Background: an optimization exercise with open tools, aiming at small area. Do not read the settings as production practice.
The RTL was checked by simulation tests, not by an equivalence proof against the original design.
Power and IR drop assume default switching activity. The clock port is modelled as an ideal driver; clocking choices that lean on that would not hold on a real chip.

==> flow/design.v <==
module iso_link_rx (
    input  wire        clk,
    input  wire        rst,             
    input  wire        rxd,             
    input  wire        beacon,          
    input  wire        tick_1us,        
    input  wire        tlm_lost_rd,     
    input  wire        crc_err_rd,      
    input  wire [7:0]  ld_fault_w1c,    
    input  wire        ld_vld_ov_w1c,   
    output reg         frm_valid,       
    output wire [3:0]  frm_type,
    output wire [47:0] frm_payload,
    output reg  [1:0]  state,           
    output reg         ssr,
    output reg         lclk_lock,
    output reg         line_present,
    output reg  [15:0] tlm_lost,
    output reg  [15:0] crc_err,
    output reg  [7:0]  qw_last,
    output wire [31:0] line_period,
    output reg  [31:0] zc_pos,
    output reg  [31:0] zc_neg,
    output reg  [9:0]  hvin_v,
    output reg  [11:0] vline_pk,
    output reg  [7:0]  ld_temp,
    output reg  [7:0]  ld_fault,
    output reg         ld_vld_ov,
    output reg         ev_line_loss,    
    output wire        ev_line_return,  
    output wire        ev_link_fault,   
    output wire        ev_tlm_loss,     
    output wire        ev_conv_fault,   
    output reg         lf_reset         
);
    localparam [1:0] ST_DOWN = 2'd0, ST_TRAIN = 2'd1, ST_UP = 2'd2, ST_FAULT = 2'd3;
    localparam [11:0] TMR_SEED = 12'hC90;
    localparam [11:0] TMR_TERM = 12'hFFF;
    localparam [16:0] LF_SEED  = 17'h00001;
    localparam [16:0] LF_LAST  = 17'h0FCBC;
    localparam [16:0] AGE_SEED = 17'h1EC12;
    localparam [16:0] AGE_MASK = 17'h0AAAA;
    localparam [59:0] WP_CODE  = {4'h8, 4'hC, 4'hE, 4'hF, 4'h7, 4'hB, 4'h5, 4'hA,
                                  4'hD, 4'h6, 4'h3, 4'h9, 4'h4, 4'h2, 4'h1};
    localparam [3:0]  WP_LAST  = 4'h8;
    reg  [2:0]  hs;
    reg         in_frame;
    reg         half;
    reg  [5:0]  bitcnt;       
    reg  [1:0]  rx_t;         
    reg  [47:0] rx_pay;       
    reg  [7:0]  crc;
    wire       bit_val   = hs[0];
    wire       start_det = !in_frame && hs == 3'b110 && rxd;
    wire       bit_done  = in_frame && half;
    wire       bit_ok    = bit_done && (rxd != bit_val);
    wire       violation = bit_done && (rxd == bit_val);
    wire       is_tlm    = rx_t == 2'b00;
    wire       type_bad  = bit_ok && bitcnt == 6'd4 && rx_pay[3:2] != 2'b10;
    wire       frm_end   = bit_ok && bitcnt == (is_tlm ? 6'd59 : 6'd51);
    wire       lt44      = !bitcnt[5] || (!bitcnt[4] && !(bitcnt[3] && bitcnt[2]));
    wire       lt52      = !bitcnt[5] || !bitcnt[4] || (!bitcnt[3] && !bitcnt[2]);
    wire       shift_pay = bit_ok && (lt44 || (is_tlm && lt52));
    wire [5:0] bitcnt_inc;
    wire [6:0] bci_c;
    assign bci_c[0] = 1'b1;
    wire       crc_fb    = crc[7] ^ bit_val;
    wire [7:0] crc_next  = {crc[6:0], 1'b0} ^ (crc_fb ? 8'h2F : 8'h00);
    wire       fok       = frm_end && crc_next == 8'h00;
    wire       fbad      = (frm_end && crc_next != 8'h00) || type_bad;
    reg  [2:0] hs_nx;
    always @(*) begin
        hs_nx[0] = rxd;
        if (rxd)
            hs_nx[2:1] = {1'b0, hs == 3'b010 || hs == 3'b100};
        else
            case (hs)
                3'b001:  hs_nx[2:1] = 2'b01;
                3'b011:  hs_nx[2:1] = 2'b10;
                3'b100:  hs_nx[2:1] = 2'b11;
                default: hs_nx[2:1] = 2'b00;
            endcase
    end
    always @(posedge clk) begin
        if (rst) begin
            hs       <= 3'b000;
            in_frame <= 1'b0;
        end else begin
            hs <= hs_nx;
            if (start_det)
                in_frame <= 1'b1;
            else if (violation || type_bad || frm_end)
                in_frame <= 1'b0;
        end
    end
    always @(posedge clk) begin
        if (start_det) begin
            half   <= 1'b0;
            bitcnt <= 6'd0;
            crc    <= 8'hFF;
        end else begin
            half <= !half;
            if (bit_ok) begin
                bitcnt <= bitcnt_inc;
                crc    <= crc_next;
            end
        end
        if (bit_ok && bitcnt == 6'd4)
            rx_t <= rx_pay[1:0];
        if (shift_pay)
            rx_pay <= {rx_pay[46:0], bit_val};
    end
    assign frm_type    = {2'b10, rx_t};
    assign frm_payload = {rx_pay[47:40] & {8{is_tlm}}, rx_pay[39:0]};
    wire [7:0]  tlm_seq   = rx_pay[47:40];
    wire [11:0] tlm_vline = rx_pay[39:28];
    wire [9:0]  tlm_hvin  = rx_pay[27:18];
    wire [7:0]  tlm_temp  = rx_pay[17:10];
    wire        tlm_ssr   = rx_pay[9];
    wire [11:0] vline_abs;
    wire [11:0] vabs_op = tlm_vline[11] ? (~tlm_vline + 12'd1) : tlm_vline;
    wire [12:0] abs_c;
    assign abs_c[0] = tlm_vline[11];
    wire        zc_pol    = rx_pay[39];
    wire        zc_lock   = rx_pay[37];
    wire [4:0]  zc_seq    = rx_pay[36:32];
    wire [31:0] stamp     = rx_pay[31:0];
    wire [7:0]  evt_code  = rx_pay[39:32];
    wire got_tlm = fok && rx_t == 2'b00;
    wire got_zc  = fok && rx_t == 2'b01;
    wire got_evt = fok && rx_t == 2'b10;
    wire got_qa  = fok && rx_t == 2'b11;
    reg         tlm_seen;
    reg  [7:0]  tlm_last_seq;
    reg         pos_seen;
    reg         loss_seen;
    reg  [31:0] loss_stamp;
    reg         lost_was0;
    reg  [28:0] lp;
    assign line_period = {3'b000, lp};
    wire [7:0]  tlm_gap;
    wire [8:0]  gap_c;
    assign gap_c[0] = 1'b0;
    wire [15:0] lost_inc  = (got_tlm && tlm_seen) ? {8'd0, tlm_gap} : 16'd0;
    wire [16:0] lost_sum;
    wire [16:0] lost_c;
    assign lost_c[0] = 1'b0;
    wire [15:0] lost_next = tlm_lost_rd ? lost_inc :
                            (lost_sum[16] ? 16'hFFFF : lost_sum[15:0]);
    wire [15:0] crc_inc   = fbad ? 16'd1 : 16'd0;
    wire [16:0] crc_sum;
    wire [16:0] crc_sum_op = {1'b0, crc_err} + {16'd0, fbad};
    wire [16:0] cs_c;
    assign cs_c[0] = fbad;
    wire [15:0] crc_next_cnt = crc_err_rd ? crc_inc :
                            (crc_sum[16] ? 16'hFFFF : crc_sum[15:0]);
    wire [31:0] period_raw;
    wire [32:0] per_c;
    reg         per_c16;
    wire        per_c16_now;
    assign per_c[0] = 1'b1;
    always @(posedge clk)
        per_c16 <= per_c16_now;
    wire [12:0] vpk_b;
    assign vpk_b[0] = 1'b0;
    genvar r;
    generate
        for (r = 0; r < 32; r = r + 1) begin : rip
            assign period_raw[r] = stamp[r] ^ ~zc_pos[r] ^ per_c[r];
            if (r != 15) begin : pc
                assign per_c[r+1] = (stamp[r] & ~zc_pos[r]) | (per_c[r] & (stamp[r] ^ ~zc_pos[r]));
            end else begin : pc16
                assign per_c[16]  = per_c16;
                assign per_c16_now = (stamp[r] & ~zc_pos[r]) | (per_c[r] & (stamp[r] ^ ~zc_pos[r]));
            end
            if (r < 6) begin : g6
                assign bitcnt_inc[r] = bitcnt[r] ^ bci_c[r];
                assign bci_c[r+1]    = bitcnt[r] & bci_c[r];
            end
            if (r < 12) begin : g12a
                assign vline_abs[r] = vabs_op[r];
                assign abs_c[r+1]   = (tlm_vline[r] ^ tlm_vline[11]) & abs_c[r];
            end
            if (r < 16) begin : g16a
                assign crc_sum[r]  = crc_sum_op[r];
                assign cs_c[r+1]   = crc_err[r] & cs_c[r];
            end
            if (r < 8) begin : g8
                assign tlm_gap[r]  = tlm_seq[r] ^ ~tlm_last_seq[r] ^ gap_c[r];
                assign gap_c[r+1]  = (tlm_seq[r] & ~tlm_last_seq[r]) |
                                     (gap_c[r] & (tlm_seq[r] ^ ~tlm_last_seq[r]));
            end
            if (r < 12) begin : g12
                assign vpk_b[r+1]  = (~vline_pk[r] & vline_abs[r]) |
                                     (vpk_b[r] & ~(vline_pk[r] ^ vline_abs[r]));
            end
            if (r < 16) begin : g16
                assign lost_sum[r] = tlm_lost[r] ^ lost_inc[r] ^ lost_c[r];
                assign lost_c[r+1] = (tlm_lost[r] & lost_inc[r]) |
                                     (lost_c[r] & (tlm_lost[r] ^ lost_inc[r]));
            end
        end
    endgenerate
    assign lost_sum[16] = lost_c[16];
    assign crc_sum[16]  = crc_sum_op[16];
    wire vline_gt = vpk_b[12];
    wire evt_01 = evt_code == 8'h01;
    wire evt_02 = evt_code == 8'h02;
    wire evt_07 = evt_code == 8'h07;
    reg  [7:0]  fault_set;
    reg         vld_set;
    reg         conv_code;
    always @(*) begin
        fault_set = 8'd0;
        vld_set   = 1'b0;
        conv_code = 1'b0;
        case (evt_code)
            8'h03: begin fault_set[0] = 1'b1; conv_code = 1'b1; end
            8'h04: begin fault_set[1] = 1'b1; conv_code = 1'b1; end
            8'h05: begin fault_set[2] = 1'b1; conv_code = 1'b1; end
            8'h07:       fault_set[3] = 1'b1;
            8'h06: begin fault_set[4] = 1'b1; conv_code = 1'b1; end
            8'h08: begin fault_set[5] = 1'b1; conv_code = 1'b1; end
            8'h09:       fault_set[6] = 1'b1;
            8'h0A: begin fault_set[7] = 1'b1; conv_code = 1'b1; end
            8'h0B: begin vld_set      = 1'b1; conv_code = 1'b1; end
            default: ;
        endcase
    end
    wire evt_held = frm_valid && rx_t == 2'b10;
    assign ev_conv_fault  = evt_held && conv_code;
    assign ev_line_return = evt_held && evt_02;
    assign ev_tlm_loss    = lost_was0 && (tlm_lost != 16'd0);
    always @(posedge clk) begin
        if (rst) begin
            frm_valid      <= 1'b0;
            ssr            <= 1'b0;
            lclk_lock      <= 1'b0;
            line_present   <= 1'b0;
            tlm_lost       <= 16'd0;
            crc_err        <= 16'd0;
            qw_last        <= 8'd0;
            lp             <= 29'd0;
            hvin_v         <= 10'd0;
            vline_pk       <= 12'd0;
            ld_temp        <= 8'd0;
            ld_fault       <= 8'd0;
            ld_vld_ov      <= 1'b0;
            ev_line_loss   <= 1'b0;
            tlm_seen       <= 1'b0;
            pos_seen       <= 1'b0;
            loss_seen      <= 1'b0;
        end else begin
            frm_valid <= fok;
            tlm_lost    <= lost_next;
            crc_err     <= crc_next_cnt;
            if (got_tlm) begin
                tlm_seen     <= 1'b1;
                ssr          <= tlm_ssr;
                hvin_v       <= tlm_hvin;
                ld_temp      <= tlm_temp;
                if (vline_gt)
                    vline_pk <= vline_abs;
            end
            if (got_zc) begin
                lclk_lock <= zc_lock;
                if (zc_pol) begin
                    lp[28:24] <= zc_seq;
                    if (pos_seen)
                        lp[23:0] <= (period_raw[31:24] != 8'd0) ? 24'hFFFFFF
                                                                : period_raw[23:0];
                    pos_seen <= 1'b1;
                end
            end
            if (got_qa)
                qw_last <= {rx_pay[37:35], rx_pay[39:38], rx_pay[34:32]};
            ld_fault  <= (ld_fault & ~ld_fault_w1c) | (got_evt ? fault_set : 8'd0);
            ld_vld_ov <= (ld_vld_ov & ~ld_vld_ov_w1c) | (got_evt && vld_set);
            ev_line_loss <= 1'b0;
            if (got_evt && evt_01) begin
                line_present <= 1'b0;
                loss_seen    <= 1'b1;
                if (!(loss_seen && loss_stamp == stamp))
                    ev_line_loss <= 1'b1;
            end
            if (got_evt && evt_02)
                line_present <= 1'b1;
        end
    end
    wire [31:0] stamp_z = stamp & {32{!rst}};
    always @(posedge clk) begin
        if (rst || (got_zc && zc_pol))
            zc_pos <= stamp_z;
        if (rst || (got_zc && !zc_pol))
            zc_neg <= stamp_z;
    end
    always @(posedge clk) begin
        lost_was0 <= tlm_lost == 16'd0;
        if (got_tlm)
            tlm_last_seq <= tlm_seq;
        if (got_evt && evt_01)
            loss_stamp <= stamp;
    end
    reg  [16:0] age [0:14];
    reg  [3:0]  wp;           
    reg         wrapped;      
    wire [14:0] w_sel;
    wire [14:0] w_exp;
    genvar g;
    generate
        for (g = 0; g < 15; g = g + 1) begin : slot
            wire [16:0] a     = age[g] ^ AGE_MASK;
            wire        all16 = &a[15:0];
            wire [16:0] a_nx  = {a[15:0], ~(a[16] ^ a[13]) | all16};
            assign w_exp[g] = all16 && a[16];
            assign w_sel[g] = wp == WP_CODE[4*g +: 4];
            always @(posedge clk)
                age[g] <= ((fbad && w_sel[g]) ? AGE_SEED : a_nx) ^ AGE_MASK;
        end
    endgenerate
    wire crc_burst = fbad && wrapped && !(|(w_sel & w_exp));
    always @(posedge clk) begin
        if (rst) begin
            wp      <= 4'b0001;
            wrapped <= 1'b0;
        end else if (fbad) begin
            wp <= {wp[2:0], wp[3] ^ wp[2]};
            if (wp == WP_LAST)
                wrapped <= 1'b1;
        end
    end
    reg  [11:0] frm_cnt;      
    reg  [11:0] bcn_cnt;      
    reg         ssr_run;      
    reg         goodbye;
    reg  [16:0] lf_cnt;
    reg         lf_armed;
    reg         was_up;
    wire frm_silent  = frm_cnt == TMR_TERM;
    wire bcn_present = bcn_cnt != TMR_TERM;
    wire present     = !frm_silent || bcn_present;
    wire [11:0] frm_cnt_nx = {frm_cnt[10:0], ~(frm_cnt[11] ^ frm_cnt[0]) | (&frm_cnt[10:0])};
    wire [11:0] bcn_cnt_nx = {bcn_cnt[10:0], ~(bcn_cnt[11] ^ bcn_cnt[0]) | (&bcn_cnt[10:0])};
    reg  [1:0]  state_nx;
    always @(*) begin
        state_nx = state;
        case (state)
            ST_DOWN:  if (present) state_nx = ST_TRAIN;
            ST_TRAIN: begin
                if (got_tlm && tlm_ssr && ssr_run)
                    state_nx = ST_UP;
                else if (!present)
                    state_nx = ST_DOWN;
            end
            ST_UP: begin
                if (goodbye && frm_silent)
                    state_nx = ST_DOWN;
                else if (frm_silent || crc_burst)
                    state_nx = ST_FAULT;
            end
            ST_FAULT: if (present) state_nx = ST_TRAIN;
            default:  state_nx = ST_DOWN;
        endcase
    end
    wire lf_run = (state == ST_TRAIN || state == ST_FAULT) && bcn_present;
    assign ev_link_fault = was_up && state == ST_FAULT;
    always @(posedge clk) begin
        if (rst) begin
            state    <= ST_DOWN;
            frm_cnt  <= TMR_TERM;
            bcn_cnt  <= TMR_TERM;
            lf_armed <= 1'b1;
            lf_reset <= 1'b0;
        end else begin
            state <= state_nx;
            if (fok)              frm_cnt <= TMR_SEED;
            else                  frm_cnt <= frm_cnt_nx;
            if (beacon)           bcn_cnt <= TMR_SEED;
            else                  bcn_cnt <= bcn_cnt_nx;
            lf_reset <= 1'b0;
            if (state_nx == ST_UP)
                lf_armed <= 1'b1;
            if (lf_run && tick_1us && lf_cnt == LF_LAST && lf_armed) begin
                lf_reset <= 1'b1;
                lf_armed <= 1'b0;
            end
        end
    end
    always @(posedge clk) begin
        was_up <= state == ST_UP;
        if (state == ST_TRAIN && state_nx == ST_TRAIN) begin
            if (got_tlm)
                ssr_run <= tlm_ssr;
        end else begin
            ssr_run <= 1'b0;
        end
        if (state == ST_UP && state_nx == ST_UP) begin
            if (got_evt && evt_07)
                goodbye <= 1'b1;
        end else begin
            goodbye <= 1'b0;
        end
        if (!lf_run)
            lf_cnt <= LF_SEED;
        else if (tick_1us)
            lf_cnt <= {lf_cnt[15:0], lf_cnt[16] ^ lf_cnt[13]};
    end
endmodule
==> flow/flow/run.sh <==
#!/bin/bash
# The standard layout (standard.sh), with two changes:
#  - every port still gets its buffer, but the smallest one (buf_1);
#  - the clock tree uses larger sink clusters and no dummy loads.
# The whole ORFS run's output goes to make.log here; ORFS keeps each step's
# log under orfs/logs/.
set -euo pipefail
export BUFFER_PORTS_ARGS="-buffer_cell sky130_fd_sc_hd__buf_1"
export CTS_ARGS="-sink_clustering_enable -repair_clock_nets -sink_clustering_size 30 -sink_clustering_max_diameter 80 -buf_list sky130_fd_sc_hd__clkbuf_16 -dont_use_dummy_load"
bash standard.sh > make.log 2>&1
==> flow/standard.sh <==
#!/bin/bash
# synth_recipe.tcl (not shown) runs the flow's synth.tcl, then flattens the netlist and writes it again
# the make line also repeats each setting of config.mk as NAME=value (left out here)
make -C /OpenROAD-flow-scripts/flow DESIGN_CONFIG=/design/flow/config.mk WORK_HOME=/design/flow/orfs CLKGATE_MAP_FILE= SYNTH_SCRIPT=/design/flow/synth_recipe.tcl "${@:-finish}"
==> flow/config.mk <==
export PLATFORM = sky130hd
export DESIGN_NAME = iso_link_rx
export DESIGN_NICKNAME = iso_link_rx
export VERILOG_FILES = /design/flow/design.v
export SDC_FILE = /design/flow/constraint.sdc
export NUM_CORES = 4
export LEC_CHECK = 0
export CAP_MARGIN = 20
export CORE_MARGIN = 2
export CORE_UTILIZATION = 60
export GPL_TIMING_DRIVEN = 0
export PLACE_DENSITY = 0.75
export SLEW_MARGIN = 20
==> flow/constraint.sdc <==
create_clock -name core_clock -period 10.0 [get_ports {clk}]
set_input_delay 2.0000 -clock core_clock [delete_from_list [all_inputs] [get_ports {clk}]]
set_output_delay 2.0000 -clock core_clock [all_outputs]
set_load 0.01 [all_outputs]
==> results.txt, run 1 <==
largest net degree at the start of global routing=34; Die Wd=196 µm; Hold Path Depth=1; Most common cell on crit path=ha_1; DIE HEIGHT=196 µm; worst-case clock buffer depth=3; CTS root buf=clkbuf_16; Synth async-reset ratio=0%; Clock power frac=30.3%; post_cts resized=0; Critical-path top delay cell=fa_1; setup TNS=0 ps; Final HPWL DP=35.2 mm; CTS tree=yes; Post-CTS Setup Inserts=0; Reg clk slew, reported paths=110 ps; total power per unit cell area=159 mW/mm²; GRT Resource Usage Total=24.4%; Worst Hold End=age[11][10]; number of flops mapped to enable cells by yosys=154; DRC Markers=0; internal power=0.00308 W; CP Class=in2reg; Hold Crit Class=reg2reg; RR Endpoint=tlm_lost[7]; H-tree levels=1; Fillers=2849; Worst-Margin Slew=1080 ps; final critical-path required period=8100 ps; Core ar.=0.0365 mm²; Final Hold Vio Count=0; die area=0.0385 mm²; Static Leakage=9.74 nW; DRT Wirelength=47.2 mm; clock skew=45.7 ps; vias in the first global route=14800; Synth Flop Type=dfxtp_1; post-synthesis sequential area ratio=61.9%; DR vias=15100; Num Clock Sinks=609; Tcrit/Tclk final=81.0%; placer's final routability congestion estimate=0.874; flop2flop setup slack=2520 ps; worst hold slack=363 ps; Tot Pwr=0.00390 W; Worst EP required=10440 ps; Routed Antenna Nets=0; fmax=124 MHz; Sw Share=21.0%; Clock Latency Late Sink=580 ps; Slew HR=28.3%; area grow syn2layout=10.4%; Worst R2R Start=rx_t[1]; Critical Path Source Type=input port; Critical Path Fanout Max=10; Cells after Synth=2018; ratio of cells with drive above 1 in the final layout=4.31%; setup violators final=0; Reg2Reg Depth=33; pins over their slew limit=0; crit-path max cell delay=440 ps; Worst Setup End Kind=flop; antenna violations before repair=1; first-pass GRT wire length=75.7 mm; Psw=0.000820 W; CTS Hold Bufs=0; Worst VDD drop=0.141 mV; max_cap viols=0; Hold Crit Start=age[11][9]; io pins=255; Avg WL per Cell=17.1 µm; Starting DRT DRC Count=1030; IO buf count=246; std cell rows=70; Post-Syn Area=0.0222 mm²; Avg Cell Area, Syn=11.0 µm²; Gate power share=3.9%; vias per cell=5.45; TritonCTS Buffers=27; Initial Util=60.7%; crit path DAT=8540 ps; Yosys warnings=2; FF+latch count, synth=609; overflow left after global routing=0; Nets=2396; sequential power share=65.7%; Unique masters post-synth=69; fin util=67.0%; outcome=no timing/DRC/antenna violations; First-pass DRT Iterations=5; setup repair after global routing missed its margin=no
==> cells in the mapped netlist, drive strengths merged, types with 43 or more instances <==
library cell  count  area (µm²)
dfxtp           455        9110
nor2            280        1050
nand2           239         897
edfxtp          154        4620
inv              92         345
clkbuf           75         282
a21oi            69         345
xnor2            65         577
buf              56         403
nand4            53         332
a211oi           46         345
fa               43         861
==> power by group through the flow <==
stage / clock (W) / sequential (W) / combinational (W)
2_1_floorplan: 0 / 0.00262 / 0.0000942
3_3_place_gp: 0 / 0.00262 / 0.000148
3_5_place_dp: 0 / 0.00262 / 0.000154
4_1_cts: 0.00120 / 0.00256 / 0.000154
5_1_grt: 0.00129 / 0.00257 / 0.000173
6_report: 0.00118 / 0.00256 / 0.000154
==> worst max-delay path: cells and delay by family <==
kind | cells | cell delay [ps]
fa+ha+maj | 15 | 3880
buf+inv | 10 | 1430
simple gates | 5 | 860
compound gates | 2 | 220
xor+xnor | 1 | 140
==> routing by layer <==
layer / vias up / GRT usage, % / wire (µm)
met5: - / 0 / 0
met2: 439 / 41.1 / 22300
met3: 98 / 3.15 / 2710
met4: 0 / 8.00 / 1480
met1: 7219 / 33.0 / 20800
li1: 7324 / - / -
==> cells in the final DEF (no fill, tap or decap), types with 36 or more instances in the layout <==
cell type / synthesis / routed
nand2_1: 239 / 239
dfxtp_1: 455 / 455
nand4_1: 53 / 53
a21oi_1: 69 / 68
inv_1: 92 / 91
edfxtp_1: 154 / 154
or4_1: 36 / 36
a211oi_1: 46 / 46
nor2_1: 280 / 280
mux2i_1: 36 / 36
clkbuf_1: 75 / 75
buf_1: 4 / 250
fa_1: 43 / 43
buf_4: 46 / 46
xnor2_1: 64 / 64
ha_1: 37 / 37
==> worst max-delay path by stage <==
| stage | slack [ps] | from | endpoint |
|---|---|---|---|
| 3_3_place_gp | 1480 | rxd | tlm_lost[7] |
| 6_report | 1900 | rxd | tlm_lost[7] |
| 4_1_cts | 1920 | rxd | tlm_lost[7] |
| 2_1_floorplan | 2290 | rxd | tlm_lost[7] |
| 5_1_grt | 1480 | rxd | tlm_lost[7] |
| 3_5_place_dp | 1300 | rxd | tlm_lost[7] |
==> layout make-up <==
type                       count  area [µm²]  area share [%]
sequential                   609       13700            56.1
antenna                        1        2.50          0.0102
clock buffer                  27         676            2.76
buffer                       131         684            2.80
inverter                      92         345            1.41
timing repair buffer         250        1000            4.11
tap                          468         586            2.39
multi-input combinational   1189        7440            30.4
==> metrics by stage <==
| step | cells | worst slack (ps) | cell area (µm²) |
|---|---|---|---|
| finish | 2767 | 1900 | 24500 |
| global route | 2767 | 1480 | 24500 |
| CTS | 2766 | 1920 | 24500 |
| detailed placement | 2739 | 1300 | 23800 |
| global placement | 2735 | 1480 | 23700 |
| floorplan | 2021 | 2290 | 22200 |
==> sequential cells by signal, indices dropped and copies added (netlist names), 2 cells and up, named ones only <==
name	flops
tlm_lost	16
crc_err	16
state	2
lp	29
rx_t	2
tlm_last_seq	8
loss_stamp	32
lf_cnt	17
hs	3
frm_cnt	12
age	255
zc_pos	32
bitcnt	6
zc_neg	32
ld_temp	8
wp	4
vline_pk	12
hvin_v	10
bcn_cnt	12
rx_pay	48
qw_last	8
crc	8
ld_fault	8
==> cells by family (layout without fill, tap and decap cells) <==
kind of cell / after synthesis / count (layout) / synth area share (%)
AND/OR/NAND/NOR: 796 / 796 / 16.9
flip-flops: 609 / 609 / 61.9
buffers and inverters: 223 / 500 / 4.64
AO/OA/AOI/OAI: 192 / 192 / 5.67
adder cells (fa/ha/maj): 80 / 80 / 5.97
XOR/XNOR: 80 / 80 / 3.23
multiplexers: 36 / 36 / 1.63
other: 2 / 6 / 0.0339
==> run 2, diff against run 1 <==
--- a/flow/config.mk
+++ b/flow/config.mk
@@ -8,6 +8,5 @@
 export CAP_MARGIN = 20
 export CORE_MARGIN = 2
 export CORE_UTILIZATION = 60
-export GPL_TIMING_DRIVEN = 0
 export PLACE_DENSITY = 0.75
 export SLEW_MARGIN = 20
==> results.txt, run 2 <==
outcome=no timing/DRC/antenna violations; TritonCTS Buffers=26 (-3.7%); Cells after Synth=2018 (unchanged); Post-Syn Area=0.0222 mm² (unchanged); vias in the first global route=13800 (-6.4%); Critical Path Fanout Max=15 (+5); pins over their slew limit=0 (unchanged); crit path DAT=7920 ps (-620 ps); worst hold slack=341 ps (-22.0 ps); Worst EP required=10390 ps (-50 ps); placer's final routability congestion estimate=0.848 (-2.9%); Yosys top cell by area=dfxtp_1; largest net degree at the start of global routing=92 (+170%); max FFs per register=255 (unchanged); CP Class=in2reg; DRT Wirelength=44.0 mm (-6.7%); Nets=2276 (-5.0%); vias per cell=5.46 (+0.27%); Post-synth top cells=dfxtp_1 (455), nor2_1 (280), nand2_1 (239); Yosys top cell area share=41.1% (unchanged); ratio of cells with drive above 1 in the final layout=2.53% (-1.8 points); Num Clock Sinks=609 (unchanged); CTS root buf=clkbuf_16; First-pass DRT Iterations=5 (unchanged); Worst-Margin Slew=1020 ps (-59.6 ps); number of flops mapped to enable cells by yosys=154 (unchanged); H-tree levels=1 (unchanged); total power per unit cell area=163 mW/mm² (+2.2%); Setup crit start=rxd; register with the most flip-flops=age; flop2flop setup slack=2740 ps (+220 ps); setup TNS=0 ps (unchanged); crit-path max cell delay=430 ps (about the same); FF+latch count, synth=609 (unchanged); DRC Markers=0 (unchanged); Final HPWL DP=31.1 mm (-12%); Post-CTS Setup Inserts=0 (unchanged); setup repair after global routing missed its margin=no; Yosys warnings=2 (unchanged); post_cts resized=0 (unchanged); die area=0.0385 mm² (unchanged); Crit. path cell count=29 (-12%); Final Hold Vio Count=0 (unchanged); Diodes inserted=0 (-1); Starting DRT DRC Count=850 (-17%); final critical-path required period=7530 ps (-569 ps); Crit path max-delay family=adder cells; IO buf count=249 (+1.2%); most frequent cells in the layout=dfxtp_1 (455), nor2_1 (280), buf_1 (248); Avg Cell Area, Syn=11.0 µm² (unchanged); Hold Crit Class=reg2reg; GRT Resource Usage Total=22.6% (-1.8 points); Core ar.=0.0365 mm² (unchanged); Most common cell on crit path=ha_1; antenna violations before repair=0 (-1); DIE HEIGHT=196 µm (unchanged); largest registers=age (255), rx_pay (48); std cell rows=70 (unchanged); Die Wd=196 µm (unchanged); Reg clk slew, reported paths=100 ps (about the same); Critical Path Source Type=input port; DR vias=14500 (-4.1%); Synth area leaders=dfxtp_1 (41%), edfxtp_1 (21%), nor2_1 (4.7%); Unique masters post-synth=69 (unchanged); max_cap viols=0 (unchanged); Routed Antenna Nets=0 (unchanged); Synth Flop Type=dfxtp_1; CP endpoint=tlm_lost[1]; RR Endpoint=lp[11]; post-synthesis sequential area ratio=61.9% (unchanged); Tcrit/Tclk final=75.3% (-5.7 points); Worst Setup End Kind=flop; fmax=133 MHz (+7.6%); Clock Latency Late Sink=580 ps (about the same); Reg2Reg Depth=23 (-30%); top-count cell post-synth=dfxtp_1; overflow left after global routing=0 (unchanged); Slew HR=32.3% (+4.0 points); Worst VDD drop=0.140 mV (-0.59%); worst-case clock buffer depth=3 (unchanged); first-pass GRT wire length=71.0 mm (-6.2%); CTS tree=yes; Avg WL per Cell=16.6 µm (-2.5%); Initial Util=60.7% (unchanged); Static Leakage=9.41 nW (-3.3%); clock skew=65.3 ps (+19.6 ps); Critical-path top delay cell=fa_1; Synth async-reset ratio=0% (unchanged); io pins=255 (unchanged); setup violators final=0 (unchanged); CTS Hold Bufs=0 (unchanged); buffer and inverter count on the worst path=6 (-4); area grow syn2layout=7.33%; commonest non-fill, non-tap cell in the layout=dfxtp_1; Worst R2R Start=rx_pay[16]
-- run 2: cell count changes in the layout (fill, tap and decap cells not counted) --
cell / before / now
clkbuf_16: 27 / 26
clkbuf_4: 0 / 1
buf_1: 250 / 248
buf_4: 46 / 13
buf_2: 4 / 0
buf_8: 1 / 0
inv_1: 91 / 92
diode_2: 1 / 0
clkbuf_1: 75 / 0
buf_16: 2 / 0
inv_2: 1 / 0
buf_6: 3 / 0
-- run 2: layout make-up --
type,count,area [µm²]
sequential,609,13700
timing repair buffer,262,1040
clock buffer,26,651
fill,2865,12700
tap,468,586
inverter,92,345
multi-input combinational,1189,7440
-- run 2: metrics by stage --
stage / setup WS [ps] / util [%] / instance area (µm²) / power (W) / std cells
2_1_floorplan: 2290 / - / 22200 / 0.00272 / 2021
3_3_place_gp: 2070 / 63.4 / 23100 / 0.00276 / 2620
3_5_place_dp: 1860 / 63.4 / 23100 / 0.00277 / 2620
4_1_cts: 2460 / 65.1 / 23800 / 0.00391 / 2646
5_1_grt: 1990 / 65.1 / 23800 / 0.00401 / 2646
6_report: 2470 / 65.1 / 23800 / 0.00387 / 2646
-- run 2: worst reg2reg max path: stages (launching register included) --
cell	delay, ps
edfxtp_1	460
inv_1	110
fa_1	460
fa_1	410
fa_1	400
fa_1	400
fa_1	380
inv_1	80
fa_1	200
fa_1	190
fa_1	170
inv_1	50
fa_1	380
fa_1	390
fa_1	390
fa_1	400
fa_1	390
fa_1	390
fa_1	390
xnor2_1	140
xnor2_1	160
nor4b_4	270
buf_4	340
a211oi_1	150
-- run 2: metal layers --
layer,wire length (µm),GRT usage (%)
met4,1010,5.92
met5,0,0
met1,19700,30.7
met3,2180,3.30
met2,21100,38.4
-- run 2: worst min-delay path by stage --
| stage | depth (start not counted) | startpoint | slack [ps] | to |
|---|---|---|---|---|
| 2_1_floorplan | 1 | age[0][15] | 350 | age[0][16] |
| 3_3_place_gp | 1 | age[5][3] | 360 | age[5][4] |
| 3_5_place_dp | 1 | age[13][15] | 370 | age[13][16] |
| 4_1_cts | 1 | age[12][5] | 350 | age[12][6] |
| 5_1_grt | 1 | age[12][5] | 360 | age[12][6] |
| 6_report | 1 | age[12][5] | 340 | age[12][6] |
-- run 2: report_power, final --
| group | switching, W | leakage, nW | total, W | internal [W] |
|---|---|---|---|---|
| registers | 0.0000204 | 5.18 | 0.00256 | 0.00254 |
| clock network | 0.000695 | 0.320 | 0.00116 | 0.000466 |
| logic | 0.0000967 | 3.91 | 0.000149 | 0.0000524 |
-- run 2: kinds of logic after synthesis --
| family | count (synthesis) | synth area share, % |
|---|---|---|
| XOR/XNOR | 80 | 3.23 |
| AND/OR/NAND/NOR | 796 | 16.9 |
| multiplexers | 36 | 1.63 |
| AO/OA/AOI/OAI | 192 | 5.67 |
| other | 2 | 0.0339 |
| adder cells (fa/ha/maj) | 80 | 5.97 |
| flip-flops | 609 | 61.9 |
| buffers and inverters | 223 | 4.64 |
==> run 3, diff against run 2 <==
--- a/flow/flow/run.sh
+++ b/flow/flow/run.sh
@@ -6,5 +6,5 @@
 # log under orfs/logs/.
 set -euo pipefail
 export BUFFER_PORTS_ARGS="-buffer_cell sky130_fd_sc_hd__buf_1"
-export CTS_ARGS="-sink_clustering_enable -repair_clock_nets -sink_clustering_size 30 -sink_clustering_max_diameter 80 -buf_list sky130_fd_sc_hd__clkbuf_16 -dont_use_dummy_load"
+export CTS_ARGS="-sink_clustering_enable -repair_clock_nets -sink_clustering_size 34 -sink_clustering_max_diameter 100 -buf_list sky130_fd_sc_hd__clkbuf_16 -dont_use_dummy_load"
 bash standard.sh > make.log 2>&1
==> results.txt, run 3 <==
pins over their slew limit=0 (unchanged); Most common cell on crit path=ha_1; vias in the first global route=13700 (-0.58%); vias per cell=5.45 (-0.21%); area taken by multi-input logic gates=0.00744 mm² (unchanged); TritonCTS Buffers=21 (-19%); post-route cell area=0.0237 mm² (-0.53%); largest net degree at the start of global routing=92 (unchanged); commonest non-fill, non-tap cell in the layout=dfxtp_1; Hold Path Depth=1 (unchanged); Initial Util=60.7% (unchanged); placer's final routability congestion estimate=0.848 (unchanged); Critical Path Fanout Max=15 (unchanged); worst-case clock buffer depth=3 (unchanged); Starting DRT DRC Count=858 (+0.94%); io pins=255 (unchanged); crit-path max cell delay=450 ps (+20 ps); Diodes inserted=0 (unchanged); setup TNS=0 ps (unchanged); top-count cell post-synth=dfxtp_1; DRT Wirelength=43.8 mm (-0.49%); Die Wd=196 µm (unchanged); Worst R2R Start=rx_pay[16]; first-pass GRT wire length=70.8 mm (-0.32%); Synth async-reset ratio=0% (unchanged); Worst VDD drop=0.142 mV (+1.4%); Final Hold Vio Count=0 (unchanged); antenna violations before repair=0 (unchanged); Worst Setup End Kind=flop; setup repair after global routing missed its margin=no; max FFs per register=255 (unchanged); RR Endpoint=lp[2]; Post-Layout Cell Count=2641 (-0.19%); Critical-path top delay cell=fa_1; Avg WL per Cell=16.6 µm (-0.30%); Unique masters post-synth=69 (unchanged); outcome=no timing/DRC/antenna violations; FF+latch count, synth=609 (unchanged); Yosys warnings=2 (unchanged); fin util=64.8% (-0.34 points); IO buf count=249 (unchanged); Clock Latency Late Sink=560 ps (-20 ps); CP Class=in2reg; Reg clk slew, reported paths=120 ps (+20 ps); ratio of cells with drive above 1 in the final layout=2.30% (-0.22 points); post_cts resized=0 (unchanged); GRT Resource Usage Total=22.5% (-0.14 points); std cell rows=70 (unchanged); Met2 Wirelength=21.2 mm (+0.55%); Tcrit/Tclk final=75.9% (+0.58 points); FF+latch area=0.0137 mm² (unchanged); Yosys top cell area share=41.1% (unchanged); Hold Crit Start=age[4][6]; Post-CTS Setup Inserts=0 (unchanged); Yosys top cell by area=dfxtp_1; total power per unit cell area=159 mW/mm² (-2.1%); Fillers=2875 (+0.35%); DIE HEIGHT=196 µm (unchanged); DRC Markers=0 (unchanged); number of flops mapped to enable cells by yosys=154 (unchanged); Avg Cell Area, Syn=11.0 µm² (unchanged); H-tree levels=1 (unchanged); setup violators final=0 (unchanged); area grow syn2layout=6.76%; Post-synth top cells=dfxtp_1 (455), nor2_1 (280), nand2_1 (239); max_cap viols=0 (unchanged); met3 WL=2.20 mm (+1.1%); Worst-Margin Slew=987 ps (-28.5 ps); Post-Syn Area=0.0222 mm² (unchanged); Worst EP required=10410 ps (+20 ps); Reg2Reg Depth=23 (unchanged); Synth area leaders=dfxtp_1 (41%), edfxtp_1 (21%), nor2_1 (4.7%); fmax=132 MHz (-0.77%); CTS tree=yes; CTS root buf=clkbuf_16; Cell Count Post-Placement=2620 (unchanged); Static Leakage=9.35 nW (-0.65%); Critical Path Source Type=input port; CTS Hold Bufs=0 (unchanged); Synth Flop Type=dfxtp_1; overflow left after global routing=0 (unchanged); register with the most flip-flops=age; clock skew=18.8 ps (-46.6 ps); Num Clock Sinks=609 (unchanged); final critical-path required period=7590 ps (+58.4 ps); largest registers=age (255), rx_pay (48); DR vias=14400 (-0.39%); Core ar.=0.0365 mm² (unchanged); Nets=2271 (-0.22%); Final HPWL DP=31.1 mm (unchanged); Hold Crit Class=reg2reg; post-synthesis sequential area ratio=61.9% (unchanged); Slew HR=34.2% (+1.9 points); First-pass DRT Iterations=5 (unchanged); crit path DAT=7990 ps (+70 ps); Cells after Synth=2018 (unchanged); dpl cell area=0.0231 mm² (unchanged); max layer used=met4; Routed Antenna Nets=0 (unchanged); M1 WL=19.6 mm (-0.71%); die area=0.0385 mm² (unchanged); Worst Hold End=age[4][7]; flop2flop setup slack=2790 ps (+50 ps); most frequent cells in the layout=dfxtp_1 (455), nor2_1 (280), buf_1 (248)
[run 3: cell counts after synthesis]
No cell type changed its count.
[run 3: final cells by class]
type,instances,area share [%]
clock buffers,21,2.22
repair buffers,262,4.38
well taps,468,2.47
flip-flops and latches,609,58.0
multi-input cells,1189,31.4
inverters,92,1.46
[run 3: how the worst max path moves through the flow]
stage	end	from	slack (ps)	cells past startpoint
global route	tlm_lost[6]	rxd	2010	29
CTS	tlm_lost[1]	rxd	2410	29
detailed placement	tlm_lost[1]	rxd	1860	29
global placement	tlm_lost[1]	rxd	2070	29
floorplan	tlm_lost[7]	rxd	2290	32
finish	tlm_lost[1]	rxd	2410	29
[run 3: power breakdown]
group          internal, W  switching (W)
registers          0.00254      0.0000203
clock network     0.000384       0.000675
logic            0.0000523      0.0000966
[run 3: routing by layer]
metal	track usage (%)	vias to the layer above
met5	0	-
met3	3.25	46
met1	30.7	6979
li1	-	7056
met4	4.66	0
met2	38.6	322
[run 3: worst max-delay path, delay by kind of cell]
kind	cells	cell delay [ps]
buffers and inverters	6	520
xor gates and xnor gates	1	150
and+or+nand+nor	5	1190
adders and majority gates	15	3890
AOI/OAI and AO/OA	2	220
[run 3: cell families after synthesis]
group,count (synthesis),synth area share (%)
xor gates and xnor gates,80,3.23
and+or+nand+nor,796,16.9
DFF,609,61.9
adders and majority gates,80,5.97
other,2,0.0339
buffers and inverters,223,4.64
muxes,36,1.63
AOI/OAI and AO/OA,192,5.67
[run 3: through the flow]
step	power (W)	setup WS (ps)	hold WS [ps]
final	0.00377	2410	379
after global routing	0.00390	2010	394
after floorplan	0.00272	2290	352
after detailed placement	0.00277	1860	365
after CTS	0.00380	2410	383
after global placement	0.00276	2070	357
==> run 4, diff against run 3 <==
--- a/flow/flow/run.sh
+++ b/flow/flow/run.sh
@@ -6,5 +6,5 @@
 # log under orfs/logs/.
 set -euo pipefail
 export BUFFER_PORTS_ARGS="-buffer_cell sky130_fd_sc_hd__buf_1"
-export CTS_ARGS="-sink_clustering_enable -repair_clock_nets -sink_clustering_size 34 -sink_clustering_max_diameter 100 -buf_list sky130_fd_sc_hd__clkbuf_16 -dont_use_dummy_load"
+export CTS_ARGS="-sink_clustering_enable -repair_clock_nets -sink_clustering_size 30 -sink_clustering_max_diameter 150 -buf_list {sky130_fd_sc_hd__clkbuf_8 sky130_fd_sc_hd__clkbuf_16} -dont_use_dummy_load"
 bash standard.sh > make.log 2>&1
==> results.txt, run 4 <==
buffer and inverter count on the worst path=6 (unchanged); area grow syn2layout=7.10%; Hold Crit Start=age[7][2]; outcome=no timing/DRC/antenna violations; Post-Syn Area=0.0222 mm² (unchanged); pins over their slew limit=0 (unchanged); Post-synth top cells=dfxtp_1 (455), nor2_1 (280), nand2_1 (239); register with the most flip-flops=age; vias per cell=5.46 (+0.14%); DRT Wirelength=44.0 mm (+0.33%); die area=0.0385 mm² (unchanged); max_cap viols=0 (unchanged); most frequent cells in the layout=dfxtp_1 (455), nor2_1 (280), buf_1 (248); post-synthesis sequential area ratio=61.9% (unchanged); CTS Hold Bufs=0 (unchanged); overflow left after global routing=0 (unchanged); Reg clk slew, reported paths=110 ps (about the same); DRC Markers=0 (unchanged); largest registers=age (255), rx_pay (48); H-tree levels=1 (unchanged); Initial Util=60.7% (unchanged); antenna violations before repair=0 (unchanged); CP Class=in2reg; Synth Flop Type=dfxtp_1; Hold Path Depth=1 (unchanged); Cells after Synth=2018 (unchanged); worst hold slack=332 ps (-47.0 ps); Diodes inserted=0 (unchanged); Unique masters post-synth=69 (unchanged); Synth area leaders=dfxtp_1 (41%), edfxtp_1 (21%), nor2_1 (4.7%); setup violators final=0 (unchanged); FF+latch count, synth=609 (unchanged); Starting DRT DRC Count=840 (-2.1%); Critical Path Source Type=input port; Num Clock Sinks=609 (unchanged); Psw=0.000803 W (+1.4%); final critical-path required period=7520 ps (-67.5 ps); crit path DAT=7940 ps (-50 ps); Gate power share=3.9% (about the same); vias in the first global route=13800 (+0.73%); Worst R2R Start=rx_pay[16]; Crit path max-delay family=adder cells; First-pass DRT Iterations=4 (-1); worst-case clock buffer depth=3 (unchanged); sequential power share=66.9% (-1.1 points); largest net degree at the start of global routing=92 (unchanged); TritonCTS Buffers=24 (+14%); Setup crit start=rxd; GRT Resource Usage Total=22.5% (+0.041 points); Die Wd=196 µm (unchanged); max FFs per register=255 (unchanged); commonest non-fill, non-tap cell in the layout=dfxtp_1; Slew HR=32.9% (-1.3 points); Yosys top cell by area=dfxtp_1; Cell Count Post-Placement=2620 (unchanged); Most common cell on crit path=ha_1; Worst Setup End Kind=flop; number of flops mapped to enable cells by yosys=154 (unchanged); Worst VDD drop=0.129 mV (-9.1%); Post-Layout Cell Count=2644 (+0.11%); Hold Crit Class=reg2reg; Clock Latency Late Sink=560 ps (about the same); std cell rows=70 (unchanged); Tcrit/Tclk final=75.2% (-0.67 points); DR vias=14400 (+0.25%); CTS tree=yes; Final HPWL DP=31.1 mm (unchanged); Worst-Margin Slew=1010 ps (+19.3 ps); setup TNS=0 ps (unchanged); Critical Path Fanout Max=15 (unchanged); fin worst setup slack=2480 ps (+67.5 ps); setup repair after global routing missed its margin=no; Tot Pwr=0.00383 W (+1.6%); ratio of cells with drive above 1 in the final layout=2.44% (+0.13 points); Yosys top cell area share=41.1% (unchanged); dpl ws=1860 ps (unchanged); placer's final routability congestion estimate=0.848 (unchanged); Final Hold Vio Count=0 (unchanged); io pins=255 (unchanged); Fillers=2857 (-0.63%); Post-CTS Setup Inserts=0 (unchanged); Clock power frac=29.2% (+1.1 points); Avg Cell Area, Syn=11.0 µm² (unchanged); fmax=133 MHz (+0.90%); top-count cell post-synth=dfxtp_1; first-pass GRT wire length=71.1 mm (+0.54%); Avg WL per Cell=16.6 µm (+0.22%); IO buf count=249 (unchanged); Core ar.=0.0365 mm² (unchanged); Crit. path cell count=29 (unchanged); Synth async-reset ratio=0% (unchanged); Worst EP required=10420 ps (about the same); post_cts resized=0 (unchanged); internal power=0.00303 W (+1.7%); crit-path max cell delay=430 ps (-20 ps); Routed Antenna Nets=0 (unchanged); total power per unit cell area=161 mW/mm² (+1.3%); Nets=2274 (+0.13%); Static Leakage=9.39 nW (+0.40%); clock skew=55.2 ps (+36.4 ps); CTS root buf=clkbuf_16; Sw Share=21.0% (-0.042 points); DIE HEIGHT=196 µm (unchanged); Reg2Reg Depth=23 (unchanged); Critical-path top delay cell=fa_1; Yosys warnings=2 (unchanged)
[run 4: through the flow]
stage          cell area, µm²  utilization [%]
3_3_place_gp            23100             63.4
3_5_place_dp            23100             63.4
6_report                23700             65.0
2_1_floorplan           22200                -
5_1_grt                 23700             65.0
4_1_cts                 23700             65.0
[run 4: area by class of cell]
class | instances | area, µm² | area share (%)
Clock buffer | 24 | 601 | 2.53
Inverter | 92 | 345 | 1.45
Multi-Input combinational cell | 1189 | 7440 | 31.3
Sequential cell | 609 | 13700 | 57.8
Tap cell | 468 | 586 | 2.47
Timing Repair Buffer | 262 | 1040 | 4.36
[run 4: worst paths after layout]
| kind | end | slack, ps |
|---|---|---|
| setup reg to reg | lp[3] | 2720 |
| setup / recovery | tlm_lost[1] | 2480 |
| hold / removal | age[7][3] | 330 |
| hold reg to reg | age[7][3] | 330 |
[run 4: metal layers]
metal,track usage [%],vias up,routed length (µm)
met5,0,-,0
met4,4.99,0,910
met2,38.5,305,21100
met1,31.3,7011,20000
li1,-,7067,-
met3,2.42,56,1970
[run 4: power by group through the flow]
stage,sequential [W],clock (W),combinational (W)
2_1_floorplan,0.00262,0,0.0000942
3_3_place_gp,0.00262,0,0.000144
3_5_place_dp,0.00262,0,0.000149
4_1_cts,0.00256,0.00115,0.000149
5_1_grt,0.00257,0.00123,0.000167
6_report,0.00256,0.00112,0.000149
[run 4: logic make-up (layout without fill, tap and decap cells)]
family                     count (synthesis)  in the layout  share of synthesized area [%]
muxes                                     36             36                           1.63
other                                      2              5                         0.0339
AOI/OAI and AO/OA                        192            192                           5.67
DFF                                      609            609                           61.9
adders and majority gates                 80             80                           5.97
xor gates and xnor gates                  80             80                           3.23
buffers and inverters                    223            378                           4.64
and+or+nand+nor                          796            796                           16.9
[run 4: worst register-to-register path, stage by stage, from the launching register on]
cell,delay [ps]
edfxtp_1,460
inv_1,110
fa_1,470
fa_1,420
fa_1,400
fa_1,400
fa_1,370
inv_1,70
fa_1,200
fa_1,200
fa_1,170
inv_1,50
fa_1,380
fa_1,390
fa_1,390
fa_1,400
fa_1,400
fa_1,390
fa_1,390
xnor2_1,140
xnor2_1,160
nor4b_4,270
buf_4,340
a211oi_1,160
==> run 5, diff against run 4 <==
--- a/flow/flow/run.sh
+++ b/flow/flow/run.sh
@@ -6,5 +6,5 @@
 # log under orfs/logs/.
 set -euo pipefail
 export BUFFER_PORTS_ARGS="-buffer_cell sky130_fd_sc_hd__buf_1"
-export CTS_ARGS="-sink_clustering_enable -repair_clock_nets -sink_clustering_size 30 -sink_clustering_max_diameter 150 -buf_list {sky130_fd_sc_hd__clkbuf_8 sky130_fd_sc_hd__clkbuf_16} -dont_use_dummy_load"
+export CTS_ARGS="-sink_clustering_enable -repair_clock_nets -sink_clustering_size 15 -sink_clustering_max_diameter 150 -buf_list sky130_fd_sc_hd__clkbuf_8 -dont_use_dummy_load"
 bash standard.sh > make.log 2>&1
==> results.txt, run 5 <==
CTS root buf=clkbuf_8; Synth area leaders=dfxtp_1 (41%), edfxtp_1 (21%), nor2_1 (4.7%); io pins=255 (unchanged); GRT Resource Usage Total=23.1% (+0.59 points); Critical-path top delay cell=fa_1; First-pass DRT Iterations=5 (+1); die area=0.0385 mm² (unchanged); crit-path max cell delay=430 ps (about the same); commonest non-fill, non-tap cell in the layout=dfxtp_1; ratio of cells with drive above 1 in the final layout=3.41% (+0.98 points); antenna violations before repair=0 (unchanged); vias per cell=5.45 (-0.12%); max_cap viols=0 (unchanged); most frequent cells in the layout=dfxtp_1 (455), nor2_1 (280), buf_1 (248); Worst Setup End Kind=flop; setup repair after global routing missed its margin=no; CTS tree=yes; Yosys top cell area share=41.1% (unchanged); FF+latch count, synth=609 (unchanged); Slew HR=33.2% (+0.30 points); xor and xnor fraction of the mapped netlist area=3.23% (unchanged); DRC Markers=0 (unchanged); Post-synth top cells=dfxtp_1 (455), nor2_1 (280), nand2_1 (239); worst-case clock buffer depth=3 (unchanged); register with the most flip-flops=age; total power per unit cell area=162 mW/mm² (+0.37%); multiplexer share of the synthesized area=1.63% (unchanged); IO buf count=249 (unchanged); DIE HEIGHT=196 µm (unchanged); Tot Pwr=0.00385 W (+0.50%); CTS Hold Bufs=0 (unchanged); crit path DAT=7940 ps (about the same); number of flops mapped to enable cells by yosys=154 (unchanged); std cell rows=70 (unchanged); Critical Path Source Type=input port; setup violators final=0 (unchanged); Avg Cell Area, Syn=11.0 µm² (unchanged); main combinational cell family by area after synthesis=simple AND/OR/NAND/NOR gates; Reg clk slew, reported paths=90 ps (-20 ps); Cell Count Post-Placement=2620 (unchanged); pins over their slew limit=0 (unchanged); overflow left after global routing=0 (unchanged); area grow syn2layout=7.25%; Worst EP required=10450 ps (+30 ps); Synth async-reset ratio=0% (unchanged); largest registers=age (255), rx_pay (48); Avg WL per Cell=16.7 µm (+0.70%); Unique masters post-synth=69 (unchanged); Final Hold Vio Count=0 (unchanged); clock skew=44.1 ps (-11.1 ps); setup TNS=0 ps (unchanged); Initial Util=60.7% (unchanged); placer's final routability congestion estimate=0.848 (unchanged); outcome=no timing/DRC/antenna violations; Worst VDD drop=0.148 mV (+14%); Synth Area in Adders=5.97% (unchanged); Hold Crit Start=age[7][2]; Nets=2296 (+0.97%); Clock Latency Late Sink=640 ps (+80 ps); Worst-Margin Slew=1000 ps (-4.55 ps); post_cts resized=0 (unchanged); vias in the first global route=14000 (+0.96%); Tcrit/Tclk final=74.9% (-0.28 points); Hold Crit Class=reg2reg; TritonCTS Buffers=46 (+92%); final critical-path required period=7490 ps (-28.2 ps); first-pass GRT wire length=71.9 mm (+1.1%); Crit path max-delay family=adder cells; Die Wd=196 µm (unchanged); post-synthesis sequential area ratio=61.9% (unchanged); CP Class=in2reg; DRT Wirelength=44.7 mm (+1.5%); Yosys top cell by area=dfxtp_1; Yosys warnings=2 (unchanged); Diodes inserted=0 (unchanged); top-count cell post-synth=dfxtp_1; Cells after Synth=2018 (unchanged); largest net degree at the start of global routing=92 (unchanged); H-tree levels=2 (+1); Final HPWL DP=31.1 mm (unchanged); Critical Path Fanout Max=15 (unchanged); buffer and inverter count on the worst path=6 (unchanged); fmax=134 MHz (+0.38%); DR vias=14500 (+0.71%); Setup crit start=rxd; max FFs per register=255 (unchanged); Synth Flop Type=dfxtp_1; Worst R2R Start=rx_pay[16]; Most common cell on crit path=ha_1; Num Clock Sinks=609 (unchanged); Starting DRT DRC Count=830 (-1.2%); Post-Syn Area=0.0222 mm² (unchanged); Post-CTS Setup Inserts=0 (unchanged); Synth Area in Compound Gates=5.67% (unchanged); Post-Layout Cell Count=2666 (+0.83%); Core ar.=0.0365 mm² (unchanged); Static Leakage=9.42 nW (+0.37%); Routed Antenna Nets=0 (unchanged); Post-Synth Simple-Gate Area=16.9% (unchanged)
## run 5: cell counts after synthesis
No cell type changed its count.
## run 5: layer usage
| layer | vias up | track usage, % | part of all wire (%) | wire [µm] |
|---|---|---|---|---|
| met5 | - | 0 | 0 | 0 |
| met4 | 0 | 6.59 | 1.9 | 855 |
| met3 | 60 | 3.70 | 5.1 | 2300 |
| met2 | 338 | 38.9 | 48 | 21400 |
| met1 | 7039 | 31.2 | 45 | 20100 |
| li1 | 7104 | - | - | - |
## run 5: cell type report
type,count,area [µm²]
timing repair buffer,262,1040
inverter,92,345
multi-input combinational,1189,7440
clock buffer,46,633
tap,468,586
fill,2861,12700
sequential,609,13700
## run 5: per-stage QoR
step           area (µm²)  hold slack, ps  setup WS [ps]  utilization, %
3_3_place_gp        23100             357           2070            63.4
4_1_cts             23800             364           2510            65.1
3_5_place_dp        23100             365           1860            63.4
2_1_floorplan       22200             352           2290               -
6_report            23800             363           2510            65.1
5_1_grt             23800             383           2090            65.1
## run 5: path summary, 6_finish.rpt
check	slack [ps]	cells after the start	end
max	2510	29	tlm_lost[1]
min	360	1	age[7][3]
max reg2reg	2770	23	lp[5]
min reg2reg	360	1	age[7][3]
## run 5: cell families (layout without fill, tap and decap cells)
group                      count (synthesis)  in the layout
AOI/OAI and AO/OA                        192            192
xor gates and xnor gates                  80             80
adders and majority gates                 80             80
buffers and inverters                    223            400
DFF                                      609            609
muxes                                     36             36
other                                      2              5
and+or+nand+nor                          796            796
## run 5: report_power, final
group          internal, W  leakage, nW  switching (W)  total (W)
registers          0.00254         5.18      0.0000211    0.00256
logic            0.0000523         3.91      0.0000970   0.000149
clock network     0.000413        0.331       0.000726    0.00114
total              0.00301         9.42       0.000844    0.00385
==> run 6, diff against run 5 <==
--- a/flow/flow/run.sh
+++ b/flow/flow/run.sh
@@ -6,5 +6,5 @@
 # log under orfs/logs/.
 set -euo pipefail
 export BUFFER_PORTS_ARGS="-buffer_cell sky130_fd_sc_hd__buf_1"
-export CTS_ARGS="-sink_clustering_enable -repair_clock_nets -sink_clustering_size 15 -sink_clustering_max_diameter 150 -buf_list sky130_fd_sc_hd__clkbuf_8 -dont_use_dummy_load"
+export CTS_ARGS="-sink_clustering_enable -repair_clock_nets -sink_clustering_size 30 -sink_clustering_max_diameter 150 -buf_list sky130_fd_sc_hd__clkbuf_16 -dont_use_dummy_load"
 bash standard.sh > make.log 2>&1
==> results.txt, run 6 <==
outcome=no timing/DRC/antenna violations; DRT Wirelength=44.0 mm (-1.5%); sequential power share=66.9% (+0.4 points); Synth async-reset ratio=0% (unchanged); Final HPWL DP=31.1 mm (unchanged); Post-CTS Setup Inserts=0 (unchanged); buffer and inverter count on the worst path=6 (unchanged); Worst Setup End Kind=flop; Tcrit/Tclk final=75.2% (+0.28 points); number of flops mapped to enable cells by yosys=154 (unchanged); io pins=255 (unchanged); First-pass DRT Iterations=4 (-1); setup repair after global routing missed its margin=no; Static Leakage=9.39 nW (-0.37%); Post-synth top cells=dfxtp_1 (455), nor2_1 (280), nand2_1 (239); Clock Latency Late Sink=560 ps (-80 ps); CTS root buf=clkbuf_16; largest net degree at the start of global routing=92 (unchanged); Yosys top cell by area=dfxtp_1; commonest non-fill, non-tap cell in the layout=dfxtp_1; setup TNS=0 ps (unchanged); pins over their slew limit=0 (unchanged); flop2flop setup slack=2720 ps (-50 ps); Tot Pwr=0.00383 W (-0.50%); Starting DRT DRC Count=840 (+1.2%); vias per cell=5.46 (+0.12%); Yosys warnings=2 (unchanged); post_cts resized=0 (unchanged); GRT Resource Usage Total=22.5% (-0.59 points); DRC Markers=0 (unchanged); Worst VDD drop=0.129 mV (-13%); largest registers=age (255), rx_pay (48); Sw Share=21.0% (-0.95 points); Critical-path top delay cell=fa_1; Routed Antenna Nets=0 (unchanged); CTS tree=yes; DIE HEIGHT=196 µm (unchanged); CTS Hold Bufs=0 (unchanged); Gate power share=3.9% (about the same); Crit path max-delay family=adder cells; die area=0.0385 mm² (unchanged); Reg clk slew, reported paths=110 ps (+20 ps); overflow left after global routing=0 (unchanged); setup violators final=0 (unchanged); antenna violations before repair=0 (unchanged); internal power=0.00303 W (+0.71%); area grow syn2layout=7.10%; Avg Cell Area, Syn=11.0 µm² (unchanged); Avg WL per Cell=16.6 µm (-0.70%); worst hold slack=332 ps (-30.6 ps); Yosys top cell area share=41.1% (unchanged); placer's final routability congestion estimate=0.848 (unchanged); crit path DAT=7940 ps (about the same); register with the most flip-flops=age; Critical Path Fanout Max=15 (unchanged); total power per unit cell area=161 mW/mm² (-0.36%); post-synthesis sequential area ratio=61.9% (unchanged); CP Class=in2reg; RR Endpoint=lp[3]; TritonCTS Buffers=24 (-48%); Cell Count Post-Placement=2620 (unchanged); Hold Path Depth=1 (unchanged); Nets=2274 (-0.96%); FF+latch count, synth=609 (unchanged); Most common cell on crit path=ha_1; top-count cell post-synth=dfxtp_1; Die Wd=196 µm (unchanged); fin util=65.0% (-0.089 points); final critical-path required period=7520 ps (+28.2 ps); H-tree levels=1 (-1); Unique masters post-synth=69 (unchanged); fmax=133 MHz (-0.37%); Post-Syn Area=0.0222 mm² (unchanged); first-pass GRT wire length=71.1 mm (-1.1%); Reg2Reg Depth=23 (unchanged); most frequent cells in the layout=dfxtp_1 (455), nor2_1 (280), buf_1 (248); DR vias=14400 (-0.70%); Worst Hold End=age[7][3]; Num Clock Sinks=609 (unchanged); std cell rows=70 (unchanged); Synth area leaders=dfxtp_1 (41%), edfxtp_1 (21%), nor2_1 (4.7%); Diodes inserted=0 (unchanged); Hold Crit Start=age[7][2]; clock skew=55.2 ps (+11.1 ps); Clock power frac=29.2% (-0.4 points); worst-case clock buffer depth=3 (unchanged); Final Hold Vio Count=0 (unchanged); Worst EP required=10420 ps (-30 ps); Critical Path Source Type=input port; vias in the first global route=13800 (-0.95%); max_cap viols=0 (unchanged); ratio of cells with drive above 1 in the final layout=2.44% (-0.98 points); crit-path max cell delay=430 ps (about the same); Cells after Synth=2018 (unchanged); Worst R2R Start=rx_pay[16]; Slew HR=32.9% (-0.30 points); Psw=0.000803 W (-4.8%); Post-Layout Cell Count=2644 (-0.83%); Initial Util=60.7% (unchanged); IO buf count=249 (unchanged); Hold Crit Class=reg2reg; Worst-Margin Slew=1010 ps (+4.55 ps); max FFs per register=255 (unchanged); Core ar.=0.0365 mm² (unchanged); Synth Flop Type=dfxtp_1
==> run 6: final cells by class <==
class,instances,area [µm²]
flip-flops and latches,609,13700
fillers,2857,12800
well taps,468,586
inverters,92,345
repair buffers,262,1040
clock buffers,24,601
multi-input cells,1189,7440
==> run 6: stage by stage <==
step                      setup WS, ps  instance area [µm²]
after floorplan                   2290                22200
after global placement            2070                23100
after detailed placement          1860                23100
after CTS                         2470                23700
after global routing              2060                23700
final                             2480                23700
==> run 6: worst reg2reg max path, stage by stage, from the launching register on <==
cell,delay [ps]
edfxtp_1,460
inv_1,110
fa_1,470
fa_1,420
fa_1,400
fa_1,400
fa_1,370
inv_1,70
fa_1,200
fa_1,200
fa_1,170
inv_1,50
fa_1,380
fa_1,390
fa_1,390
fa_1,400
fa_1,400
fa_1,390
fa_1,390
xnor2_1,140
xnor2_1,160
nor4b_4,270
buf_4,340
a211oi_1,160
==> run 6: worst max-delay path by stage <==
stage,startpoint,to,cells past startpoint
floorplan,rxd,tlm_lost[7],32
global placement,rxd,tlm_lost[1],29
detailed placement,rxd,tlm_lost[1],29
CTS,rxd,tlm_lost[1],29
global route,rxd,tlm_lost[6],29
finish,rxd,tlm_lost[1],29
==> run 6: cells by family (layout without fill, tap and decap cells) <==
logic type / Yosys count / after routing / share of synthesized area [%]
simple gates: 796 / 796 / 16.9
flops: 609 / 609 / 61.9
buf+inv: 223 / 378 / 4.64
compound gates: 192 / 192 / 5.67
fa+ha+maj: 80 / 80 / 5.97
xor+xnor: 80 / 80 / 3.23
mux: 36 / 36 / 1.63
other cells: 2 / 5 / 0.0339
==> run 6: power groups by stage <==
stage          combinational [W]  clock, W  sequential (W)
6_report                0.000149   0.00112         0.00256
3_5_place_dp            0.000149         0         0.00262
2_1_floorplan          0.0000942         0         0.00262
5_1_grt                 0.000167   0.00123         0.00257
4_1_cts                 0.000149   0.00115         0.00256
3_3_place_gp            0.000144         0         0.00262
==> run 6: layer usage <==
layer | share of wire [%] | global-route usage (%) | vias up
met5 | 0 | 0 | -
met4 | 2.1 | 4.99 | 0
met1 | 45 | 31.3 | 7011
li1 | - | - | 7067
met2 | 48 | 38.5 | 305
met3 | 4.5 | 2.42 | 56
==> run 7, diff against run 6 <==
--- a/flow/flow/run.sh
+++ b/flow/flow/run.sh
@@ -6,5 +6,6 @@
 # log under orfs/logs/.
 set -euo pipefail
 export BUFFER_PORTS_ARGS="-buffer_cell sky130_fd_sc_hd__buf_1"
-export CTS_ARGS="-sink_clustering_enable -repair_clock_nets -sink_clustering_size 30 -sink_clustering_max_diameter 150 -buf_list sky130_fd_sc_hd__clkbuf_16 -dont_use_dummy_load"
+export CTS_ARGS="-sink_clustering_enable -repair_clock_nets -sink_clustering_size 18 -sink_clustering_max_diameter 150 -buf_list sky130_fd_sc_hd__clkbuf_8 -dont_use_dummy_load"
+export RECOVER_POWER=100
 bash standard.sh > make.log 2>&1
==> results.txt, run 7 <==
CTS tree=yes; Final HPWL DP=31.1 mm (unchanged); Most common cell on crit path=fa_1; CP Class=reg2reg; Worst EP required=10260 ps (-160 ps); overflow left after global routing=0 (unchanged); Critical Path Fanout Max=24 (+9); placer's final routability congestion estimate=0.848 (unchanged); Synth async-reset ratio=0% (unchanged); Tcrit/Tclk final=80.6% (+5.4 points); first-pass GRT wire length=71.1 mm (about the same); Clock Latency Late Sink=590 ps (+30 ps); CTS Hold Bufs=0 (unchanged); Worst-Margin Slew=4180 ps (+3170 ps); Final Hold Vio Count=0 (unchanged); Cells after Synth=2018 (unchanged); fmax=124 MHz (-6.7%); DRC Markers=0 (unchanged); register with the most flip-flops=age; antenna violations before repair=0 (unchanged); top-count cell post-synth=dfxtp_1; SO Viols=max-capacitance violations, max-slew violations; Routed Antenna Nets=0 (unchanged); DRT Wirelength=44.0 mm (+0.15%); Nets=2289 (+0.66%); vias per cell=5.42 (-0.83%); Worst Setup End Kind=flop; Critical Path Source Type=flop; ratio of cells with drive above 1 in the final layout=2.24% (-0.20 points); Hold Crit Class=reg2reg; number of flops mapped to enable cells by yosys=154 (unchanged); Core ar.=0.0365 mm² (unchanged); pins over their slew limit=353 (+353); Avg Cell Area, Syn=11.0 µm² (unchanged); most frequent cells in the layout=dfxtp_1 (455), nor2_1 (280), buf_1 (245); Critical-path top delay cell=clkbuf_1; Yosys top cell by area=dfxtp_1; Post-synth top cells=dfxtp_1 (455), nor2_1 (280), nand2_1 (239); final critical-path required period=8060 ps (+542 ps); area grow syn2layout=6.36%; FF+latch count, synth=609 (unchanged); GRT Resource Usage Total=22.8% (+0.22 points); std cell rows=70 (unchanged); max FFs per register=255 (unchanged); Post-Syn Area=0.0222 mm² (unchanged); crit-path cells=inv_1 -> fa_1 -> fa_1 -> fa_1 -> fa_1 -> fa_1 -> inv_1 -> fa_1 -> fa_1 -> fa_1 -> inv_1 -> fa_1 -> fa_1 -> fa_1 -> fa_1 -> fa_1 -> fa_1 -> fa_1 -> xnor2_1 -> xnor2_1 -> nor4b_4 -> clkbuf_1 -> a211oi_1; post-synthesis sequential area ratio=61.9% (unchanged); max_cap viols=9 (+9); largest registers=age (255), rx_pay (48); Reg clk slew, reported paths=110 ps (about the same); worst-case clock buffer depth=3 (unchanged); H-tree levels=2 (+1); Slew HR=-179% (-210 points); Synth area leaders=dfxtp_1 (41%), edfxtp_1 (21%), nor2_1 (4.7%); Synth Flop Type=dfxtp_1; Post-CTS Setup Inserts=0 (unchanged); Worst VDD drop=0.117 mV (-9.1%); DIE HEIGHT=196 µm (unchanged); Num Clock Sinks=609 (unchanged); CTS root buf=clkbuf_8; Initial Util=60.7% (unchanged); IO buf count=249 (unchanged); Avg WL per Cell=16.6 µm (-0.41%); TritonCTS Buffers=39 (+63%); Starting DRT DRC Count=921 (+9.6%); outcome=complete, but fails checks; clock skew=36.9 ps (-18.4 ps); io pins=255 (unchanged); Yosys top cell area share=41.1% (unchanged); crit-path max cell delay=970 ps (+540 ps); commonest non-fill, non-tap cell in the layout=dfxtp_1; vias in the first global route=13900 (+0.20%); DR vias=14400 (-0.27%); crit path DAT=8320 ps (+380 ps); Diodes inserted=0 (unchanged); Die Wd=196 µm (unchanged); Static Leakage=9.31 nW (-0.86%); setup repair after global routing missed its margin=no; First-pass DRT Iterations=5 (+1); setup violators final=0 (unchanged); largest net degree at the start of global routing=92 (unchanged); post_cts resized=0 (unchanged); total power per unit cell area=159 mW/mm² (-1.2%); setup TNS=0 ps (unchanged); Yosys warnings=2 (unchanged); die area=0.0385 mm² (unchanged); worst hold slack=363 ps (+30.4 ps); Unique masters post-synth=69 (unchanged)
==> run 7: cells by family (layout without fill, tap and decap cells) <==
| kind of cell | after synthesis | count (layout) | share of synthesized area, % |
|---|---|---|---|
| buffers and inverters | 223 | 393 | 4.64 |
| xor gates and xnor gates | 80 | 80 | 3.23 |
| and+or+nand+nor | 796 | 796 | 16.9 |
| adders and majority gates | 80 | 80 | 5.97 |
| AOI/OAI and AO/OA | 192 | 192 | 5.67 |
| DFF | 609 | 609 | 61.9 |
| other | 2 | 5 | 0.0339 |
| muxes | 36 | 36 | 1.63 |
==> run 7: path summary, 6_finish.rpt <==
path                            slack (ps)  startpoint  depth (start not counted)        end
worst max-delay path                  1940  rx_pay[16]                         23     lp[10]
worst min-delay path                   360   age[8][6]                          1  age[8][7]
worst max register to register        1940  rx_pay[16]                         23     lp[10]
worst min register to register         360   age[8][6]                          1  age[8][7]
==> run 7: metrics by stage <==
step / instance area [µm²] / worst slack, ps / total power [W] / util, % / instances
3_5_place_dp: 23100 / 1860 / 0.00277 / 63.4 / 2620
4_1_cts: 23700 / 2520 / 0.00380 / 64.8 / 2659
3_3_place_gp: 23100 / 2070 / 0.00276 / 63.4 / 2620
2_1_floorplan: 22200 / 2290 / 0.00272 / - / 2021
5_1_grt: 23600 / 1360 / 0.00390 / 64.6 / 2659
6_report: 23600 / 1940 / 0.00376 / 64.6 / 2659
==> run 7: layout make-up <==
class	instances	area, µm²
Clock buffer	39	537
Fill cell	2897	12900
Inverter	92	345
Multi-Input combinational cell	1189	7380
Sequential cell	609	13700
Tap cell	468	586
Timing Repair Buffer	262	995
==> run 7: per-layer routing <==
metal / GRT usage [%] / up-vias / wire length [µm]
met1: 30.8 / 6927 / 19900
met2: 38.2 / 321 / 20800
met4: 6.14 / 0 / 1030
met3: 3.78 / 65 / 2210
met5: 0 / - / 0
li1: - / 7087 / -
==> run 7: power by group <==
| part | internal (W) | switching [W] | total (W) |
|---|---|---|---|
| Sequential | 0.00254 | 0.0000203 | 0.00256 |
| Clock | 0.000354 | 0.000694 | 0.00105 |
| Combinational | 0.0000519 | 0.0000959 | 0.000148 |
==> run 7: worst max-delay path: cells and delay by family (launching register included) <==
kind	cells	cell delay, ps
and+or+nand+nor	1	260
buffers and inverters	4	1210
DFF	1	450
xor gates and xnor gates	2	300
AOI/OAI and AO/OA	1	190
adders and majority gates	15	5300

static timing again, ports no longer ideal:
In the flow no input, the clock included, has a driving cell. The finished layouts below were timed again as built, in two steps. Step 1: set_driving_cell puts a clkbuf_16 on clk and a buf_2 on each other input, an assumption about the parent block. Step 2 also shifts input and output timing later by t, the mid clock arrival at the registers, as if the neighbouring blocks saw the same clock. a / b / c = no drivers / after step 1 / after step 2; a / b = the first two.
run	shift t [ns]	setup WS [ns]
run 1	0.610	1.904 / 1.880 / 1.270
run 2	0.603	2.473 / 2.467 / 1.864
run 3	0.601	2.415 / 2.409 / 1.808
run 4	0.589	2.482 / 2.475 / 1.886
run 5	0.666	2.510 / 2.501 / 1.835
run 6	0.589	2.482 / 2.475 / 1.886
run 7	0.621	1.940 / 1.940 / 1.448
